What follows belongs to an exercise in optimizing a design on an open flow for small area, a short achievable clock period and few clock cycles per item; a production flow would make more cautious choices. Function was checked by simulation only, so behaviour that the tests miss may differ from the original.

$ cat design/flow/design.v
module crc_unit (
    input  wire        clk,
    input  wire        rst,
    input  wire        wr_valid,
    output wire        wr_ready,
    input  wire [3:0]  wr_addr,
    input  wire [31:0] wr_data,
    output wire        idle,
    output reg  [31:0] crc_state,
    output wire [31:0] crc_result,
    output reg  [31:0] count,
    output reg         match,
    output reg         mismatch,
    output reg         feed_err,
    output reg  [2:0]  err_code,
    output reg  [15:0] cnt_mismatch
);
    localparam [3:0] A_CTL = 4'd0, A_CTX_LO = 4'd1, A_CTX_HI = 4'd2, A_POLY = 4'd3,
                     A_STATE = 4'd4, A_EXPECT = 4'd5, A_FEED_B = 4'd6, A_FEED_H = 4'd7,
                     A_FEED_W = 4'd8, A_FLAGS = 4'd9;
    localparam [31:0] POLY_C  = 32'h82F6_3B78;   
    localparam [31:0] POLY_IE = 32'hEDB8_8320;   
    localparam [31:0] INV_C   = 32'hDEA7_13F1;   
    localparam [31:0] INV_IE  = 32'hF701_1641;
    reg [31:0] ctx_lo, ctx_hi, poly_reg, expect_r;
    reg [31:0] poly;         
    reg [31:1] rinv;         
    reg        s_inv1, s_inv2;   
    reg        s_ctx;            
    reg        s_ctxh;           
    reg        s_cmp;            
    reg        rdy;              
    reg        ctx_go;           
    reg        cmp_go;           
    reg        e_v;              
    reg [31:0] e_d;              
    reg        e_m1, e_m2, e_m4; 
    reg        e_cnt;            
    reg        inv_mode;         
    assign wr_ready   = rdy;
    assign idle       = rdy && !e_v;
    assign crc_result = ~crc_state;
    wire [31:0] c_al   = ({32{e_m4}} & crc_state) |
                         ({32{e_m2}} & {crc_state[15:0], 16'd0}) |
                         ({32{e_m1}} & {crc_state[7:0], 24'd0});
    wire [31:0] c_post = ({32{e_m2}} & {16'd0, crc_state[31:16]}) |
                         ({32{e_m1}} & {8'd0, crc_state[31:8]});
    wire [31:0] u = c_al ^ e_d;
    wire [31:0] coef;
    genvar g;
    generate
        for (g = 0; g < 16; g = g + 1) begin : g_coef
            if (g == 0) begin : g0
                assign coef[0] = 1'b1;
            end else begin : gn
                assign coef[2*g] = inv_mode ? rinv[g] : rinv[2*g];
            end
            assign coef[2*g+1] = ~inv_mode & rinv[2*g+1];
        end
    endgenerate
    wire [31:0] q;
    generate
        for (g = 0; g < 32; g = g + 1) begin : g_q
            wire [31:0] t;
            genvar h;
            for (h = 0; h < 32; h = h + 1) begin : g_t
                if (h < g) begin : ga
                    assign t[h] = coef[g-h] & u[h];
                end else if (h == g) begin : gb
                    assign t[h] = u[h];
                end else begin : gc
                    assign t[h] = 1'b0;
                end
            end
            assign q[g] = ^t;
        end
    endgenerate
    wire [31:0] red;
    generate
        for (g = 0; g < 32; g = g + 1) begin : g_red
            wire [31:0] t;
            genvar h;
            for (h = 0; h < 32; h = h + 1) begin : g_t
                if (h >= g) begin : ga
                    assign t[h] = q[h] & poly[g+31-h];
                end else begin : gb
                    assign t[h] = 1'b0;
                end
            end
            assign red[g] = ^t;
        end
    endgenerate
    wire [31:0] crc_step = red ^ c_post;
    function [7:0] inv8(input [31:0] p);
        integer i, j;
        reg [7:0] r;
        begin
            r = 8'd1;
            for (i = 1; i < 8; i = i + 1)
                for (j = 0; j < i; j = j + 1)
                    r[i] = r[i] ^ (r[j] & p[i-1-j]);
            inv8 = r;
        end
    endfunction
    wire [7:0] r8 = inv8(poly_reg);
    wire acc   = wr_valid && rdy;
    wire a_ctl = (wr_addr == A_CTL);
    wire a_fb  = (wr_addr == A_FEED_B);
    wire a_fh  = (wr_addr == A_FEED_H);
    wire a_fw  = (wr_addr == A_FEED_W);
    wire hi_b  = (wr_data[31:16] != 16'd0);
    wire mid_b = (wr_data[15:8] != 8'd0);
    wire err1  = (a_fb && (hi_b || mid_b)) || (a_fh && hi_b);
    wire err3  = a_ctl && wr_data[4] && (wr_data[1:0] == 2'd3);
    wire feed  = (a_fb || a_fh || a_fw) && !err1;
    wire start = a_ctl && wr_data[4] && (wr_data[1:0] != 2'd3);
    wire cmp   = a_ctl && wr_data[5];
    wire sel2  = wr_data[1];
    wire ctxb  = wr_data[3];
    wire [31:0] wd0 = wr_data & {32{~rst}};
    wire cmp_eq = (~crc_state == expect_r);
    wire cmp_ff = (expect_r == 32'd0);      
    task do_compare(input eq);
        begin
            match    <= eq;
            mismatch <= ~eq;
            if (!eq && cnt_mismatch != 16'hFFFF) cnt_mismatch <= cnt_mismatch + 16'd1;
        end
    endtask
    always @(posedge clk) begin
        if (rst || (acc && wr_addr == A_CTX_LO)) ctx_lo   <= wd0;
        if (rst || (acc && wr_addr == A_CTX_HI)) ctx_hi   <= wd0;
        if (rst || (acc && wr_addr == A_EXPECT)) expect_r <= wd0;
        if (rst || (acc && wr_addr == A_POLY))   poly_reg <= rst ? POLY_C : wr_data;
    end
    always @(posedge clk) begin
        if (rdy) begin
            if (acc && start && sel2)
                e_d <= {poly_reg[30:0], 1'b1};
            else if (acc && start)
                e_d <= ctx_lo;
            else
                e_d <= a_fb ? {wr_data[7:0], 24'd0} :
                       a_fh ? {wr_data[15:0], 16'd0} : wr_data;
        end else if (s_inv2) begin
            e_d <= ctx_lo;
        end else if (s_ctx) begin
            e_d <= ctx_hi;
        end
    end
    always @(posedge clk) begin
        if (rst) begin
            poly         <= POLY_C;
            rinv         <= INV_C[31:1];
            s_inv1       <= 1'b0;
            s_inv2       <= 1'b0;
            s_ctx        <= 1'b0;
            s_ctxh       <= 1'b0;
            s_cmp        <= 1'b0;
            rdy          <= 1'b1;
            ctx_go       <= 1'b0;
            cmp_go       <= 1'b0;
            e_v          <= 1'b0;
            e_m1         <= 1'b0;
            e_m2         <= 1'b0;
            e_m4         <= 1'b0;
            e_cnt        <= 1'b0;
            inv_mode     <= 1'b0;
            crc_state    <= 32'hFFFF_FFFF;
            count        <= 32'd0;
            match        <= 1'b0;
            mismatch     <= 1'b0;
            feed_err     <= 1'b0;
            err_code     <= 3'd0;
            cnt_mismatch <= 16'd0;
        end else begin
            if (e_v) begin
                crc_state <= crc_step;
                if (e_cnt) count <= count + {29'd0, e_m4, e_m2, e_m1};
            end
            e_v <= 1'b0;
            s_inv1 <= 1'b0;
            s_inv2 <= s_inv1;
            s_ctx  <= 1'b0;
            s_ctxh <= 1'b0;
            s_cmp  <= 1'b0;
            inv_mode <= 1'b0;
            if (s_inv1 || s_inv2)
                rinv <= q[31:1];
            if (s_inv1) begin
                inv_mode <= 1'b1;
            end
            if (s_inv2) begin
                if (ctx_go) begin
                    e_v <= 1'b1; e_m1 <= 1'b0; e_m2 <= 1'b0; e_m4 <= 1'b1; e_cnt <= 1'b0;
                    s_ctx <= 1'b1;
                end else begin
                    rdy <= 1'b1;
                end
            end
            if (s_ctx) begin
                e_v <= 1'b1;
                if (cmp_go) s_ctxh <= 1'b1;
                else        rdy <= 1'b1;
            end
            if (s_ctxh) s_cmp <= 1'b1;
            if (s_cmp) begin
                do_compare(cmp_eq);
                rdy <= 1'b1;
            end
            if (acc) begin
                if ((err1 || err3) && !feed_err) begin
                    feed_err <= 1'b1;
                    err_code <= err3 ? 3'd3 : 3'd1;
                end
                if (feed) begin
                    e_v   <= 1'b1;
                    e_m1  <= a_fb;
                    e_m2  <= a_fh;
                    e_m4  <= a_fw;
                    e_cnt <= 1'b1;
                end
                if (start) begin
                    crc_state <= 32'hFFFF_FFFF;
                    count     <= 32'd0;
                    match     <= 1'b0;
                    mismatch  <= 1'b0;
                    ctx_go    <= ctxb;
                    cmp_go    <= wr_data[5];
                    case (wr_data[1:0])
                        2'd0:    begin poly <= POLY_C;   rinv <= INV_C[31:1];  end
                        2'd1:    begin poly <= POLY_IE;  rinv <= INV_IE[31:1]; end
                        default: begin poly <= poly_reg; rinv <= {24'd0, r8[7:1]}; end
                    endcase
                    if (sel2) begin
                        e_m1 <= 1'b0; e_m2 <= 1'b0; e_m4 <= 1'b0;
                        s_inv1 <= 1'b1;
                        inv_mode <= 1'b1;
                        rdy <= 1'b0;
                    end else if (ctxb) begin
                        e_v <= 1'b1; e_m1 <= 1'b0; e_m2 <= 1'b0; e_m4 <= 1'b1; e_cnt <= 1'b0;
                        s_ctx <= 1'b1;
                        rdy <= 1'b0;
                    end
                    if (wr_data[5] && !ctxb)
                        do_compare(cmp_ff);
                end else if (cmp) begin
                    if (e_v) begin
                        s_cmp <= 1'b1;
                        rdy <= 1'b0;
                    end else begin
                        do_compare(cmp_eq);
                    end
                end
                if (wr_addr == A_STATE) crc_state <= wr_data;
                if (wr_addr == A_FLAGS && wr_data[3]) begin
                    feed_err <= 1'b0;
                    err_code <= 3'd0;
                end
            end
        end
    end
endmodule
$ cat design/flow/run.sh
#!/bin/bash
# synth_recipe.tcl (not shown) runs the flow's synth.tcl, then flattens the netlist and writes it again
# the make line also repeats each setting of config.mk as NAME=value (left out here)
make -C /OpenROAD-flow-scripts/flow DESIGN_CONFIG=/design/flow/config.mk WORK_HOME=/design/flow/orfs CLKGATE_MAP_FILE= SYNTH_SCRIPT=/design/flow/synth_recipe.tcl finish
$ cat design/flow/config.mk
export PLATFORM = sky130hd
export DESIGN_NAME = crc_unit
export DESIGN_NICKNAME = crc_unit
export VERILOG_FILES = /design/flow/design.v
export SDC_FILE = /design/flow/constraint.sdc
export NUM_CORES = 4
export LEC_CHECK = 0
export ABC_AREA = 1
export CAP_MARGIN = 20
export CORE_MARGIN = 2
export CORE_UTILIZATION = 40
export SETUP_SLACK_MARGIN = 3
export SLEW_MARGIN = 20
$ cat design/flow/constraint.sdc
create_clock -name core_clock -period 8.0 [get_ports {clk}]
set_input_delay 1.6000 -clock core_clock [delete_from_list [all_inputs] [get_ports {clk}]]
set_output_delay 1.6000 -clock core_clock [all_outputs]
set_load 0.01 [all_outputs]
==> flow_metrics.env, run 1 <==
export IMPL_run_status="finished clean"
export IMPL_drt_initial_drc_count=7178
export IMPL_htree_levels=2
export IMPL_grt_pass1_wl_um=310200
export IMPL_top_level_ports=159
export IMPL_cts_root_buffer="sky130_fd_sc_hd__clkbuf_16"
export IMPL_dr_total_vias=55180
export IMPL_finalNonFillerCells=9731
export IMPL_chipHeight_um=331.9
export IMPL_clock_pin_slew_reported_for_the_worst_setup_and_hold_paths_after_clock_tree_synthesis_ps=70
export IMPL_routed_wl_um=216200
export IMPL_synth_enable_flop_cells=160
export IMPL_ys_warn_count=1
export IMPL_grt_max_degree=60
export IMPL_postSynth_topFlopCell="sky130_fd_sc_hd__dfxtp_1"
export IMPL_drc=0
export IMPL_grt_antenna_before_repair=5
export IMPL_synthesis_area_mm2=0.04301
export IMPL_tightest_pin_transition_ps=1205
export IMPL_area_occupied_by_multi_input_gates_mm2=0.03069
export IMPL_clock_insertion_delay_worst_skew_ps=590
export IMPL_global_route_usage_total=0.3724
export IMPL_post_synth_num_cell_types=59
export IMPL_dpl_cell_count=9627
export IMPL_layout_filler_cells=11550
export IMPL_max_freq_mhz=203.1
export IMPL_core_area_mm2=0.1069
export IMPL_worst_path_most_repeated_cell="sky130_fd_sc_hd__nand2_1"
export IMPL_timing_worst_setup_path_type="reg2reg"
export IMPL_critical_path_max_stage_delay_ps=670
export IMPL_clock_skew_ps=14.99
export IMPL_netlist_instances=8259
export IMPL_layout_cells_most_common_list="sky130_fd_sc_hd__nand2_1 (4053), sky130_fd_sc_hd__nor2_1 (821), sky130_fd_sc_hd__inv_1 (810)"
export IMPL_first_global_vias=48500
export IMPL_cp_max_fo=16
export IMPL_hold_buffers=0
export IMPL_first_pass_iters=9
export IMPL_area_growth_synth_to_final_pct=10.97
export IMPL_io_buffers=157
export IMPL_floorplan_die_area_mm2=0.1102
export IMPL_top_cell_family_by_delay_on_the_critical_path="simple AND/OR/NAND/NOR gates"
export IMPL_synth_seq_area_share=0.1866
export IMPL_grt_remaining_overflow=0
export IMPL_share_of_the_clock_period_used_by_the_worst_path=0.6155
export IMPL_async_reset_ff_frac=0
export IMPL_drtAntennaViolNets=0
export IMPL_post_synth_cell_area_avg_um2=5.208
export IMPL_setup_total_negative_slack_ps=0
export IMPL_initial_utilization=0.4023
export IMPL_wl_per_instance_um=22.22
export IMPL_count_of_buffer_and_inverter_cells_on_the_critical_path=4
export IMPL_finalHoldViolations=0
export IMPL_fraction_of_final_layout_cells_sized_beyond_drive_strength_1=0.05921
export IMPL_detailedPlacementHpwl_um=156200
export IMPL_timing_critical_path_from_type="flip-flop"
export IMPL_maxSlewHeadroom=0.1918
export IMPL_clock_sink_count=321
export IMPL_viasPerCell=5.670
export IMPL_endpoint_type_of_the_worst_setup_path="flip-flop"
export IMPL_finalMaxSlewViolations=0
export IMPL_number_of_flip_flops_under_the_largest_register_name=64
export IMPL_cap_viol_max_count=0
export IMPL_setup_viol=0
export IMPL_cts_buffers_inserted=37
export IMPL_place_congestion=1.016
export IMPL_unrepaired_setup_endpoints_after_global_routing="yes"
export IMPL_hold_path_class="reg2reg"
export IMPL_critical_path_slowest_cell="sky130_fd_sc_hd__dfxtp_1"
export IMPL_cts_tree="built"
export IMPL_synthesis_nets=8306
export IMPL_synth_seq_cells=321
export IMPL_fp_row_count=120
export IMPL_arrival_ps=5280
export IMPL_chipWidth_um=331.9
export IMPL_num_nets_final=8345
export IMPL_mostFrequentLayoutCell="sky130_fd_sc_hd__nand2_1"
export IMPL_min_period_ps=4924
export IMPL_cts_max_path_buffers=3
export IMPL_seqCellArea_mm2=0.008051
export IMPL_critical_path_required_ps=8360
[final cells by class]
type / instances / area share
diodes: 2 / 0.0001049
clock buffers: 47 / 0.02061
clock inverters: 20 / 0.004981
inverters: 875 / 0.06966
multi-input cells: 6763 / 0.6430
flip-flops and latches: 321 / 0.1687
well taps: 1403 / 0.03678
repair buffers: 300 / 0.05621
[cell usage after synthesis, types with 38 or more instances]
library cell               count  share of area
sky130_fd_sc_hd__nand2_1    4079           0.36
sky130_fd_sc_hd__nand2_2      64         0.0093
sky130_fd_sc_hd__clkbuf_1    134          0.012
sky130_fd_sc_hd__a21oi_1     125          0.015
sky130_fd_sc_hd__xnor2_1     170          0.035
sky130_fd_sc_hd__edfxtp_1    160           0.11
sky130_fd_sc_hd__xor2_1      167          0.034
sky130_fd_sc_hd__nor2_1      831          0.073
sky130_fd_sc_hd__nand3_1     724          0.084
sky130_fd_sc_hd__inv_1       819          0.071
sky130_fd_sc_hd__nand4_1      68         0.0099
sky130_fd_sc_hd__inv_2        42         0.0037
sky130_fd_sc_hd__buf_4        47         0.0082
sky130_fd_sc_hd__nor2_2       38         0.0055
sky130_fd_sc_hd__o21ai_0     145          0.017
sky130_fd_sc_hd__dfxtp_1     161          0.075
sky130_fd_sc_hd__buf_2        82         0.0095
[stage by stage]
| stage | instance area (µm²) | util | hold slack, ps | worst slack, ps |
|---|---|---|---|---|
| 3_5_place_dp | 45660 | 0.4271 | 433.7 | 1592 |
| 2_1_floorplan | 43010 | - | 415.3 | 2903 |
| 5_1_grt | 47720 | 0.4464 | 483.8 | 2973 |
| 4_1_cts | 47270 | 0.4422 | 449.2 | 2977 |
| 6_report | 47730 | 0.4465 | 459.9 | 3076 |
| 3_3_place_gp | 45660 | 0.4271 | 433.3 | 1533 |
[cell families (layout without fill, tap and decap cells)]
group           Yosys count  count (layout)  share of synthesized area
xor+xnor                343             343                    0.07089
flops                   321             321                     0.1866
fa+ha+maj                 8               8                   0.002502
buf+inv                1179            1242                     0.1132
simple gates           5961            5965                     0.5660
compound gates          446             446                    0.06068
other cells               1               3                 0.00008719
[per-layer routing]
metal,vias up,routed length [µm],track usage
li1,25710,-,-
met3,873,27890,0.07730
met1,24950,80000,0.4661
met2,3643,88790,0.5652
met4,2,19510,0.2750
met5,-,13,0
[worst paths after layout]
path / from / end / slack, ps / cells after the start
hold reg to reg: s_ctxh$_SDFF_PP0_ / s_cmp$_SDFF_PP0_ / 460 / 2
setup reg to reg: crc_state[3]$_SDFF_PP1_ / crc_state[15]$_SDFF_PP1_ / 3080 / 28
hold / removal: s_ctxh$_SDFF_PP0_ / s_cmp$_SDFF_PP0_ / 460 / 2
setup / recovery: crc_state[3]$_SDFF_PP1_ / crc_state[15]$_SDFF_PP1_ / 3080 / 28
[tightest hold or removal path: stages (launching register included)]
cell and delay, ps:
sky130_fd_sc_hd__dfxtp_1 310, sky130_fd_sc_hd__inv_1 50, sky130_fd_sc_hd__a21oi_1 60
[repair_timing]
action | 4_1_cts | 5_1_grt
cloned | 1 | 3
setup buffers | 13 | 18
gates resized for setup | 61 | 55
pin swaps | 3 | 6
endpoints found under the setup margin | 33 | 25
Testbench counts, summed over its fixed seeds: cycles 29,665, bytes 64,883.
==> run 2, diff against run 1 <==
--- a/design/flow/config.mk
+++ b/design/flow/config.mk
@@ -5,7 +5,6 @@
 export SDC_FILE = /design/flow/constraint.sdc
 export NUM_CORES = 4
 export LEC_CHECK = 0
-export ABC_AREA = 1
 export CAP_MARGIN = 20
 export CORE_MARGIN = 2
 export CORE_UTILIZATION = 40
==> flow_metrics.env, run 2 <==
export IMPL_run_status="finished clean"
export IMPL_reg2reg_from="crc_state[12]$_SDFF_PP1_"
export IMPL_synthesis_area_mm2=0.02996
export IMPL_postSynth_topFlopCell="sky130_fd_sc_hd__dfxtp_1"
export IMPL_synth_top_cells_by_area="sky130_fd_sc_hd__xnor2_1 (21%), sky130_fd_sc_hd__edfxtp_1 (16%), sky130_fd_sc_hd__dfxtp_1 (11%)"
export IMPL_layout_cells_most_common_list="sky130_fd_sc_hd__nand2_1 (826), sky130_fd_sc_hd__xnor2_1 (706), sky130_fd_sc_hd__o21ai_0 (386)"
export IMPL_synth_seq_area_share=0.2680
export IMPL_share_of_the_clock_period_used_by_the_worst_path=0.6125
export IMPL_maxSlewHeadroom=0.2716
export IMPL_drt_initial_drc_count=3922
export IMPL_ys_warn_count=1
export IMPL_synth_seq_cells=321
export IMPL_final_core_util=0.4562
export IMPL_tightest_pin_transition_ps=1093
export IMPL_chipHeight_um=277.7
export IMPL_synthesis_nets=3768
export IMPL_clock_insertion_delay_worst_skew_ps=580
export IMPL_synth_enable_flop_cells=160
export IMPL_fp_row_count=100
export IMPL_cap_viol_max_count=0
export IMPL_cts_buffers_inserted=36
export IMPL_finalMaxSlewViolations=0
export IMPL_grt_max_degree=110
export IMPL_grt_pass1_wl_um=182500
export IMPL_setup_viol=0
export IMPL_max_freq_mhz=204.1
export IMPL_post_route_cell_area_mm2=0.03390
export IMPL_dpl_cell_count=4661
export IMPL_clock_skew_ps=23.05
export IMPL_floorplan_die_area_mm2=0.07710
export IMPL_top_level_ports=159
export IMPL_first_global_vias=26500
export IMPL_chipWidth_um=277.7
export IMPL_drtAntennaViolNets=0
export IMPL_fraction_of_final_layout_cells_sized_beyond_drive_strength_1=0.08013
export IMPL_mostFrequentLayoutCell="sky130_fd_sc_hd__nand2_1"
export IMPL_num_nets_final=3788
export IMPL_cts_root_buffer="sky130_fd_sc_hd__clkbuf_16"
export IMPL_routed_wl_um=124900
export IMPL_postPlaceCellArea_mm2=0.03248
export IMPL_critical_path_required_ps=8450
export IMPL_viasPerCell=5.945
export IMPL_post_synth_num_cell_types=63
export IMPL_synth_top_cell_area_share=0.2076
export IMPL_timing_worst_setup_path_type="reg2reg"
export IMPL_arrival_ps=5350
export IMPL_core_area_mm2=0.07432
export IMPL_place_congestion=0.9562
export IMPL_post_synth_cell_area_avg_um2=8.051
export IMPL_dr_total_vias=28170
export IMPL_detailedPlacementHpwl_um=81720
export IMPL_endpoint_type_of_the_worst_setup_path="flip-flop"
export IMPL_timing_critical_path_from_type="flip-flop"
export IMPL_async_reset_ff_frac=0
export IMPL_cts_tree="built"
export IMPL_wl_per_instance_um=26.37
export IMPL_io_buffers=157
export IMPL_grt_antenna_before_repair=1
export IMPL_area_growth_synth_to_final_pct=13.17
export IMPL_hold_path_class="reg2reg"
export IMPL_htree_levels=2
export IMPL_first_pass_iters=7
export IMPL_hold_buffers=0
export IMPL_beginning_of_the_worst_hold_path="s_ctxh$_SDFF_PP0_"
export IMPL_worst_setup_path_startpoint="crc_state[12]$_SDFF_PP1_"
export IMPL_netlist_instances=3721
export IMPL_finalHoldViolations=0
export IMPL_synth_most_common_cell="sky130_fd_sc_hd__nand2_1"
export IMPL_cp_max_fo=21
export IMPL_cts_max_path_buffers=3
export IMPL_global_route_usage_total=0.3144
export IMPL_setup_total_negative_slack_ps=0
export IMPL_num_antenna_cells=0
export IMPL_unrepaired_setup_endpoints_after_global_routing="no"
export IMPL_yosysTopAreaCell="sky130_fd_sc_hd__xnor2_1"
export IMPL_synth_top_cells_by_count="sky130_fd_sc_hd__nand2_1 (828), sky130_fd_sc_hd__xnor2_1 (710), sky130_fd_sc_hd__o21ai_0 (386)"
export IMPL_min_period_ps=4900
export IMPL_number_of_flip_flops_under_the_largest_register_name=64
export IMPL_clock_sink_count=321
export IMPL_grt_remaining_overflow=0
export IMPL_clock_pin_slew_reported_for_the_worst_setup_and_hold_paths_after_clock_tree_synthesis_ps=60
export IMPL_drc=0
export IMPL_finalNonFillerCells=4738
export IMPL_initial_utilization=0.4031
[run 2: cell types whose count changed after synthesis, moves of 68 or more]
cell                       change
sky130_fd_sc_hd__clkbuf_1     +82
sky130_fd_sc_hd__inv_1       -772
sky130_fd_sc_hd__nand2_1    -3251
sky130_fd_sc_hd__xnor3_1      +68
sky130_fd_sc_hd__xnor2_1     +540
sky130_fd_sc_hd__nor2b_1      +76
sky130_fd_sc_hd__xor2_1       +95
sky130_fd_sc_hd__nor2_1      -717
sky130_fd_sc_hd__o21ai_0     +241
sky130_fd_sc_hd__nand3_1     -663
[run 2: worst paths after layout]
kind	endpoint	slack, ps	cells past startpoint
worst min-delay path	s_cmp$_SDFF_PP0_	430	2
worst min register to register	s_cmp$_SDFF_PP0_	430	2
worst max register to register	crc_state[17]$_SDFF_PP1_	3100	14
worst max-delay path	crc_state[17]$_SDFF_PP1_	3100	14
[run 2: stage by stage]
| stage | hold WS [ps] | setup WS (ps) |
|---|---|---|
| finish | 429.3 | 3100 |
| global route | 443.8 | 3012 |
| CTS | 431.9 | 3010 |
| detailed placement | 420.3 | 2453 |
| global placement | 422.6 | 2404 |
| floorplan | 410.8 | 3761 |
[run 2: worst max-delay path: stages (launching register included)]
cell                      delay (ps)
sky130_fd_sc_hd__dfxtp_1         800
sky130_fd_sc_hd__and3b_2         710
sky130_fd_sc_hd__o21ai_0         200
sky130_fd_sc_hd__xnor2_1         200
sky130_fd_sc_hd__xnor2_1         150
sky130_fd_sc_hd__xnor2_1         180
sky130_fd_sc_hd__xnor2_1         150
sky130_fd_sc_hd__xnor3_2         640
sky130_fd_sc_hd__buf_4           400
sky130_fd_sc_hd__nand2_1         150
sky130_fd_sc_hd__xor2_2          200
sky130_fd_sc_hd__xnor2_1         190
sky130_fd_sc_hd__xnor3_1         440
sky130_fd_sc_hd__xnor2_1         140
sky130_fd_sc_hd__o22a_1          180
[run 2: repair_timing]
item | in CTS | in global routing
endpoints found under the hold margin | 0 | 0
setup buffers | 0 | 11
endpoints found under the setup margin | 30 | 24
pin swaps | 0 | 2
resized for setup | 22 | 18
cloned | 0 | 0
[run 2: layout make-up]
type,count,area [µm²]
repair buffers,299,2680
well taps,969,1212
fillers,7351,40420
multi-input cells,3036,20620
clock inverters,12,136.4
clock buffers,54,1040
inverters,47,176.4
flip-flops and latches,321,8039
[run 2: cell families (layout without fill, tap and decap cells)]
logic type,Yosys count,count (layout),synth area share
multiplexers,59,59,0.02026
buffers and inverters,364,412,0.05083
adder cells (fa/ha/maj),8,8,0.003592
other,1,1,0.0001252
AO/OA/AOI/OAI,686,686,0.1370
AND/OR/NAND/NOR,1228,1228,0.1769
XOR/XNOR,1054,1054,0.3434
flip-flops,321,321,0.2680
[run 2: routing by layer]
metal	part of all wire	wire length (µm)	global-route usage
met5	0.00010	13	0
met4	0.070	8706	0.1875
met3	0.11	13970	0.05660
met2	0.43	54160	0.4817
met1	0.38	48100	0.4134
==> run 3, diff against run 2 <==
--- a/design/flow/config.mk
+++ b/design/flow/config.mk
@@ -8,5 +8,5 @@
 export CAP_MARGIN = 20
 export CORE_MARGIN = 2
 export CORE_UTILIZATION = 40
-export SETUP_SLACK_MARGIN = 3
+export SETUP_SLACK_MARGIN = 4
 export SLEW_MARGIN = 20
==> flow_metrics.env, run 3 <==
export IMPL_run_status="finished clean"
export IMPL_finalHoldViolations=0
export IMPL_htree_levels=2
export IMPL_detailedPlacementHpwl_um=81380
export IMPL_cts_buffers_inserted=36
export IMPL_setup_total_negative_slack_ps=0
export IMPL_synthesis_area_mm2=0.02996
export IMPL_chipWidth_um=277.7
export IMPL_synth_top_cell_area_share=0.2076
export IMPL_maxSlewHeadroom=0.2524
export IMPL_synthXorXnorAreaFrac=0.3434
export IMPL_place_congestion=0.9386
export IMPL_fraction_of_final_layout_cells_sized_beyond_drive_strength_1=0.1485
export IMPL_clock_sink_count=321
export IMPL_first_global_vias=27930
export IMPL_cp_max_fo=16
export IMPL_hold_buffers=0
export IMPL_synth_top_cells_by_count="sky130_fd_sc_hd__nand2_1 (828), sky130_fd_sc_hd__xnor2_1 (710), sky130_fd_sc_hd__o21ai_0 (386)"
export IMPL_area_growth_synth_to_final_pct=22.99
export IMPL_count_of_buffer_and_inverter_cells_on_the_critical_path=4
export IMPL_dr_total_vias=29990
export IMPL_setup_viol=0
export IMPL_clock_insertion_delay_worst_skew_ps=590
export IMPL_area_occupied_by_multi_input_gates_mm2=0.02161
export IMPL_share_of_the_clock_period_used_by_the_worst_path=0.5417
export IMPL_max_freq_mhz=230.7
export IMPL_critical_path_required_ps=8460
export IMPL_synth_enable_flop_cells=160
export IMPL_routed_wl_um=137800
export IMPL_yosysTopAreaCell="sky130_fd_sc_hd__xnor2_1"
export IMPL_drt_initial_drc_count=4570
export IMPL_floorplan_die_area_mm2=0.07710
export IMPL_grt_pass1_wl_um=195500
export IMPL_synth_seq_area_share=0.2680
export IMPL_ys_warn_count=1
export IMPL_clock_pin_slew_reported_for_the_worst_setup_and_hold_paths_after_clock_tree_synthesis_ps=60
export IMPL_timing_worst_setup_path_type="reg2reg"
export IMPL_cp_cell_sequence="buf_6 -> and3b_2 -> buf_6 -> o21ai_0 -> xnor2_1 -> xnor2_1 -> xnor2_1 -> xnor2_1 -> xnor3_2 -> buf_4 -> buf_12 -> nand2_1 -> xnor2_1 -> xnor3_1 -> xnor2_1 -> xnor2_1 -> o22a_1"
export IMPL_synth_top_cells_by_area="sky130_fd_sc_hd__xnor2_1 (21%), sky130_fd_sc_hd__edfxtp_1 (16%), sky130_fd_sc_hd__dfxtp_1 (11%)"
export IMPL_unrepaired_setup_endpoints_after_global_routing="yes"
export IMPL_chipHeight_um=277.7
export IMPL_top_cell_family_by_delay_on_the_critical_path="XOR/XNOR gates"
export IMPL_postSynth_topFlopCell="sky130_fd_sc_hd__dfxtp_1"
export IMPL_final_critical_path_setup_slack_ps=3666
export IMPL_hold_path_class="reg2reg"
export IMPL_netlist_instances=3721
export IMPL_dominant_combinational_cell_family_by_area_after_synthesis="XOR/XNOR gates"
export IMPL_number_of_flip_flops_under_the_largest_register_name=64
export IMPL_post_synth_num_cell_types=63
export IMPL_critical_path_max_stage_delay_ps=500
export IMPL_timing_critical_path_from_type="flip-flop"
export IMPL_post_synth_cell_area_avg_um2=8.051
export IMPL_synth_mux_area_frac=0.02026
export IMPL_async_reset_ff_frac=0
export IMPL_min_period_ps=4334
export IMPL_grt_remaining_overflow=0
export IMPL_synth_most_common_cell="sky130_fd_sc_hd__nand2_1"
export IMPL_cts_tree="built"
export IMPL_layout_cells_most_common_list="sky130_fd_sc_hd__nand2_1 (824), sky130_fd_sc_hd__xnor2_1 (643), sky130_fd_sc_hd__o21ai_0 (375)"
export IMPL_clock_skew_ps=30.28
export IMPL_cts_max_path_buffers=3
export IMPL_top_level_ports=159
export IMPL_fp_row_count=100
export IMPL_grt_max_degree=72
export IMPL_num_nets_final=3945
export IMPL_first_pass_iters=6
export IMPL_cap_viol_max_count=0
export IMPL_synth_compound_area_share=0.1370
export IMPL_finalMaxSlewViolations=0
export IMPL_initial_utilization=0.4031
export IMPL_mostFrequentLayoutCell="sky130_fd_sc_hd__nand2_1"
export IMPL_synth_simple_area_share=0.1769
export IMPL_synthesis_nets=3768
export IMPL_grt_antenna_before_repair=3
export IMPL_drc=0
export IMPL_seqCellArea_mm2=0.008063
export IMPL_worst_path_most_repeated_cell="sky130_fd_sc_hd__xnor2_1"
export IMPL_critical_path_slowest_cell="sky130_fd_sc_hd__dfxtp_4"
export IMPL_arrival_ps=4790
export IMPL_drtAntennaViolNets=0
export IMPL_synth_seq_cells=321
export IMPL_io_buffers=157
export IMPL_cts_root_buffer="sky130_fd_sc_hd__clkbuf_16"
export IMPL_wl_per_instance_um=28.13
export IMPL_layout_filler_cells=7114
export IMPL_core_area_mm2=0.07432
export IMPL_yosys_area_share_adder=0.003592
export IMPL_endpoint_type_of_the_worst_setup_path="flip-flop"
export IMPL_viasPerCell=6.124
export IMPL_pre_cts_worst_setup_slack_ps=2338
export IMPL_tightest_pin_transition_ps=1121
export IMPL_global_route_usage_total=0.3405
[run 3: cell types whose count changed in the layout (fill, tap and decap cells not counted), moves of 11 or more]
cell,previous run,this run
sky130_fd_sc_hd__xnor2_2,10,70
sky130_fd_sc_hd__o21ai_0,386,375
sky130_fd_sc_hd__xnor2_1,706,643
sky130_fd_sc_hd__buf_12,3,34
sky130_fd_sc_hd__xnor3_1,61,49
sky130_fd_sc_hd__buf_4,138,196
sky130_fd_sc_hd__xnor3_4,0,13
sky130_fd_sc_hd__buf_6,2,41
[run 3: through the flow]
step / hold slack, ps / util / std cells / cell area (µm²)
2_1_floorplan: 410.8 / - / 3721 / 29970
4_1_cts: 434.0 / 0.4839 / 4853 / 35960
5_1_grt: 452.9 / 0.4957 / 4896 / 36840
3_3_place_gp: 415.9 / 0.4367 / 4659 / 32450
3_5_place_dp: 426.2 / 0.4367 / 4659 / 32450
6_report: 434.0 / 0.4958 / 4898 / 36850
[run 3: area by class of cell]
cell class | count | area share
Clock buffer | 45 | 0.02673
Clock inverter | 21 | 0.006724
Multi-Input combinational cell | 3047 | 0.5865
Antenna cell | 3 | 0.0002037
Timing Repair Buffer | 445 | 0.1232
Inverter | 47 | 0.004890
Sequential cell | 321 | 0.2188
Tap cell | 969 | 0.03291
[run 3: kinds of logic after synthesis]
group,Yosys count
other,1
multiplexers,59
XOR/XNOR,1054
AND/OR/NAND/NOR,1228
adder cells (fa/ha/maj),8
flip-flops,321
AO/OA/AOI/OAI,686
buffers and inverters,364
[run 3: per-layer routing]
layer,share of wire,global-route usage,vias to the layer above
met5,0.00035,0,-
met4,0.087,0.2263,2
met3,0.14,0.08793,717
met2,0.42,0.5164,2472
met1,0.36,0.4266,14120
li1,-,-,12680
[run 3: path summary, 6_finish.rpt]
kind         cells after the start                  endpoint               from  slack [ps]
max                             17  crc_state[11]$_SDFF_PP1_    e_m4$_SDFF_PP0_        3670
min                              2          s_cmp$_SDFF_PP0_  s_ctxh$_SDFF_PP0_         430
max reg2reg                     17  crc_state[11]$_SDFF_PP1_    e_m4$_SDFF_PP0_        3670
min reg2reg                      2          s_cmp$_SDFF_PP0_  s_ctxh$_SDFF_PP0_         430
[run 3: tightest hold or removal path: cells and delay by family (launching register included)]
family / cells / cell delay, ps
compound gates: 1 / 50
buf+inv: 1 / 40
flops: 1 / 290
[run 3: timing repair]
action | 4_1_cts | 5_1_grt
pin swaps | 71 | 70
buffers inserted | 113 | 36
cloned | 15 | 6
endpoints found under the setup margin | 112 | 62
endpoints found under the hold margin | 0 | 0
resized for setup | 228 | 80
==> run 4, diff against run 3 <==
--- a/design/flow/config.mk
+++ b/design/flow/config.mk
@@ -7,6 +7,6 @@
 export LEC_CHECK = 0
 export CAP_MARGIN = 20
 export CORE_MARGIN = 2
-export CORE_UTILIZATION = 40
+export CORE_UTILIZATION = 55
 export SETUP_SLACK_MARGIN = 4
 export SLEW_MARGIN = 20
==> flow_metrics.env, run 4 <==
export IMPL_cts_buffers_inserted=36
export IMPL_chipHeight_um=237.4
export IMPL_postSynth_topFlopCell="sky130_fd_sc_hd__dfxtp_1"
export IMPL_area_growth_synth_to_final_pct=24.52
export IMPL_share_of_the_clock_period_used_by_the_worst_path=0.5555
export IMPL_timing_reg2reg_worst_path_depth=17
export IMPL_cap_viol_max_count=0
export IMPL_first_pass_iters=13
export IMPL_cts_tree="built"
export IMPL_fraction_of_final_layout_cells_sized_beyond_drive_strength_1=0.1669
export IMPL_cp_cell_sequence="buf_6 -> and3b_2 -> buf_4 -> clkbuf_16 -> o21ai_0 -> xor2_1 -> xnor2_1 -> xnor2_2 -> xnor2_2 -> xnor3_2 -> buf_12 -> buf_4 -> nand2_1 -> xnor2_1 -> xnor2_1 -> xnor2_2 -> o22a_1"
export IMPL_count_of_buffer_and_inverter_cells_on_the_critical_path=5
export IMPL_top_level_ports=159
export IMPL_global_route_usage_total=0.4759
export IMPL_io_buffers=157
export IMPL_post_synth_cell_area_avg_um2=8.051
export IMPL_timing_critical_path_from_type="flip-flop"
export IMPL_met3_usage=0.1449
export IMPL_yosysTopAreaCell="sky130_fd_sc_hd__xnor2_1"
export IMPL_finalHoldViolations=0
export IMPL_core_area_mm2=0.05381
export IMPL_run_status="finished clean"
export IMPL_wl_per_instance_um=30.53
export IMPL_synthesis_nets=3768
export IMPL_critical_path_slowest_cell="sky130_fd_sc_hd__xnor3_2"
export IMPL_layout_filler_cells=4288
export IMPL_grt_busiest_layer="met2"
export IMPL_area_occupied_by_multi_input_gates_mm2=0.02186
export IMPL_unrepaired_setup_endpoints_after_global_routing="yes"
export IMPL_finalMaxSlewViolations=0
export IMPL_grt_pass1_wl_um=198400
export IMPL_min_period_ps=4444
export IMPL_synth_seq_cells=321
export IMPL_clock_skew_ps=38.82
export IMPL_number_of_flip_flops_under_the_largest_register_name=64
export IMPL_clock_sink_count=321
export IMPL_num_nets_final=3980
export IMPL_final_core_util=0.6932
export IMPL_critical_path_required_ps=8440
export IMPL_routed_wl_um=142400
export IMPL_netlist_instances=3721
export IMPL_timing_worst_setup_path_type="reg2reg"
export IMPL_drt_initial_drc_count=5517
export IMPL_top_cell_family_by_delay_on_the_critical_path="XOR/XNOR gates"
export IMPL_setup_viol=0
export IMPL_hold_buffers=0
export IMPL_synth_top_cells_by_count="sky130_fd_sc_hd__nand2_1 (828), sky130_fd_sc_hd__xnor2_1 (710), sky130_fd_sc_hd__o21ai_0 (386)"
export IMPL_cp_max_fo=13
export IMPL_setup_total_negative_slack_ps=0
export IMPL_async_reset_ff_frac=0
export IMPL_arrival_ps=4880
export IMPL_synth_top_cells_by_area="sky130_fd_sc_hd__xnor2_1 (21%), sky130_fd_sc_hd__edfxtp_1 (16%), sky130_fd_sc_hd__dfxtp_1 (11%)"
export IMPL_hold_path_class="reg2reg"
export IMPL_grt_antenna_before_repair=8
export IMPL_drc=0
export IMPL_dr_total_vias=31550
export IMPL_grt_max_degree=76
export IMPL_initial_utilization=0.5567
export IMPL_met1_capacity_usage_during_global_routing=0.6153
export IMPL_layout_cells_most_common_list="sky130_fd_sc_hd__nand2_1 (799), sky130_fd_sc_hd__xnor2_1 (625), sky130_fd_sc_hd__o21ai_0 (382)"
export IMPL_place_congestion=0.9221
export IMPL_viasPerCell=6.765
export IMPL_fp_row_count=85
export IMPL_max_freq_mhz=225.0
export IMPL_clock_insertion_delay_worst_skew_ps=560
export IMPL_mostFrequentLayoutCell="sky130_fd_sc_hd__nand2_1"
export IMPL_endpoint="crc_state[14]$_SDFF_PP1_"
export IMPL_first_global_vias=28820
export IMPL_synth_seq_area_share=0.2680
export IMPL_cts_max_path_buffers=3
export IMPL_seqCellArea_mm2=0.008080
export IMPL_synth_top_cell_area_share=0.2076
export IMPL_ys_warn_count=1
export IMPL_synthesis_area_mm2=0.02996
export IMPL_reg2reg_from="e_m4$_SDFF_PP0_"
export IMPL_r2r_setup_slack_ps=3560
export IMPL_drtAntennaViolNets=0
export IMPL_htree_levels=2
export IMPL_post_synth_num_cell_types=63
export IMPL_endpoint_type_of_the_worst_setup_path="flip-flop"
export IMPL_cts_root_buffer="sky130_fd_sc_hd__clkbuf_16"
export IMPL_critical_path_max_stage_delay_ps=510
export IMPL_maxSlewHeadroom=0.2126
export IMPL_worst_setup_path_startpoint="e_m4$_SDFF_PP0_"
export IMPL_globalRouteMet2Util=0.6914
export IMPL_synth_enable_flop_cells=160
export IMPL_path_depth=17
export IMPL_floorplan_die_area_mm2=0.05635
export IMPL_tightest_pin_transition_ps=1179
export IMPL_grt_remaining_overflow=0
export IMPL_chipWidth_um=237.4
export IMPL_clock_pin_slew_reported_for_the_worst_setup_and_hold_paths_after_clock_tree_synthesis_ps=70
export IMPL_detailedPlacementHpwl_um=79970
export IMPL_critical_r2r_capture="crc_state[14]$_SDFF_PP1_"
export IMPL_synth_most_common_cell="sky130_fd_sc_hd__nand2_1"
## run 4: cell counts after synthesis
Identical to the previous run, type by type.
## run 4: worst min path at each step
stage	start	depth (start not counted)	endpoint
2_1_floorplan	s_ctxh$_SDFF_PP0_	2	s_cmp$_SDFF_PP0_
3_3_place_gp	s_ctxh$_SDFF_PP0_	2	s_cmp$_SDFF_PP0_
3_5_place_dp	poly[25]$_SDFFE_PP1P_	2	poly[25]$_SDFFE_PP1P_
4_1_cts	s_ctxh$_SDFF_PP0_	2	s_cmp$_SDFF_PP0_
5_1_grt	s_ctxh$_SDFF_PP0_	2	s_cmp$_SDFF_PP0_
6_report	poly[25]$_SDFFE_PP1P_	2	poly[25]$_SDFFE_PP1P_
## run 4: layer usage
metal  share of wire  vias up
met2            0.40     3038
met1            0.35    14820
met4           0.089        4
li1                -    12770
met3            0.16      922
met5         0.00022        -
## run 4: kinds of logic after synthesis
kind of cell | count (synthesis) | synth area share
xor gates and xnor gates | 1054 | 0.3434
other | 1 | 0.0001252
muxes | 59 | 0.02026
and+or+nand+nor | 1228 | 0.1769
AOI/OAI and AO/OA | 686 | 0.1370
adders and majority gates | 8 | 0.003592
buffers and inverters | 364 | 0.05083
DFF | 321 | 0.2680
## run 4: worst reg2reg max path, delay by kind of cell (launching register included)
kind / cells / cell delay [ps]
AOI/OAI and AO/OA: 2 / 310
xor gates and xnor gates: 8 / 2370
buffers and inverters: 5 / 940
DFF: 1 / 430
and+or+nand+nor: 2 / 320
## run 4: area by class of cell
class                      count  share of cell area
sequential                   321              0.2166
clock buffer                  47             0.02606
tap                          696             0.02334
inverter                      47            0.004830
antenna                        8           0.0005366
timing repair buffer         477              0.1376
multi-input combinational   3050              0.5861
clock inverter                18            0.004863
## run 4: metrics by stage
| step | cells | setup WS (ps) | cell area, µm² | hold slack [ps] |
|---|---|---|---|---|
| 2_1_floorplan | 3721 | 4012 | 29970 | 410.8 |
| 3_3_place_gp | 4367 | 2343 | 31950 | 423.2 |
| 3_5_place_dp | 4368 | 2507 | 31980 | 431.1 |
| 4_1_cts | 4605 | 3898 | 36110 | 438.4 |
| 5_1_grt | 4659 | 3563 | 37290 | 469.4 |
| 6_report | 4664 | 3556 | 37300 | 435.7 |
## run 4: repair_timing
action,in CTS,in global routing
endpoints found under the setup margin,158,73
resized for setup,290,130
gates cloned,20,12
setup buffers,152,39
pin swaps,125,103

what the ideal ports hide:
Ports are ideal in the flow. The routed layouts listed here were re-timed in OpenROAD.
Step 1 sets driving cells, clkbuf_16 on the clock port and buf_2 on the other inputs (assumed; they add their load-dependent delay and slew).
Step 2, shift: input delay + t, output delay - t, t = (earliest + latest rising clock arrival at the registers) / 2. This alone moves slack from input paths to output paths.
Three values: no drivers, after step 1, after step 2; two values: the first two.
run | t, ns | setup slack, ns | clock arrival spread, ns | worst slew at a driven data input, ns
run 1 | 0.651 | 3.076 / 3.076 / 2.506 | 0.015 / 0.015 | 0.04
run 2 | 0.622 | 3.100 / 3.100 / 2.594 | 0.023 / 0.024 | 0.05
run 3 | 0.637 | 3.666 / 3.666 / 3.143 | 0.031 / 0.031 | 0.05
run 4 | 0.598 | 3.556 / 3.556 / 3.439 | 0.039 / 0.038 | 0.05
After both steps setup and hold are still met in every run listed. The setup slack of run 1, which loses most, moves by 0.000 ns with the drivers and by -0.570 ns with both steps.
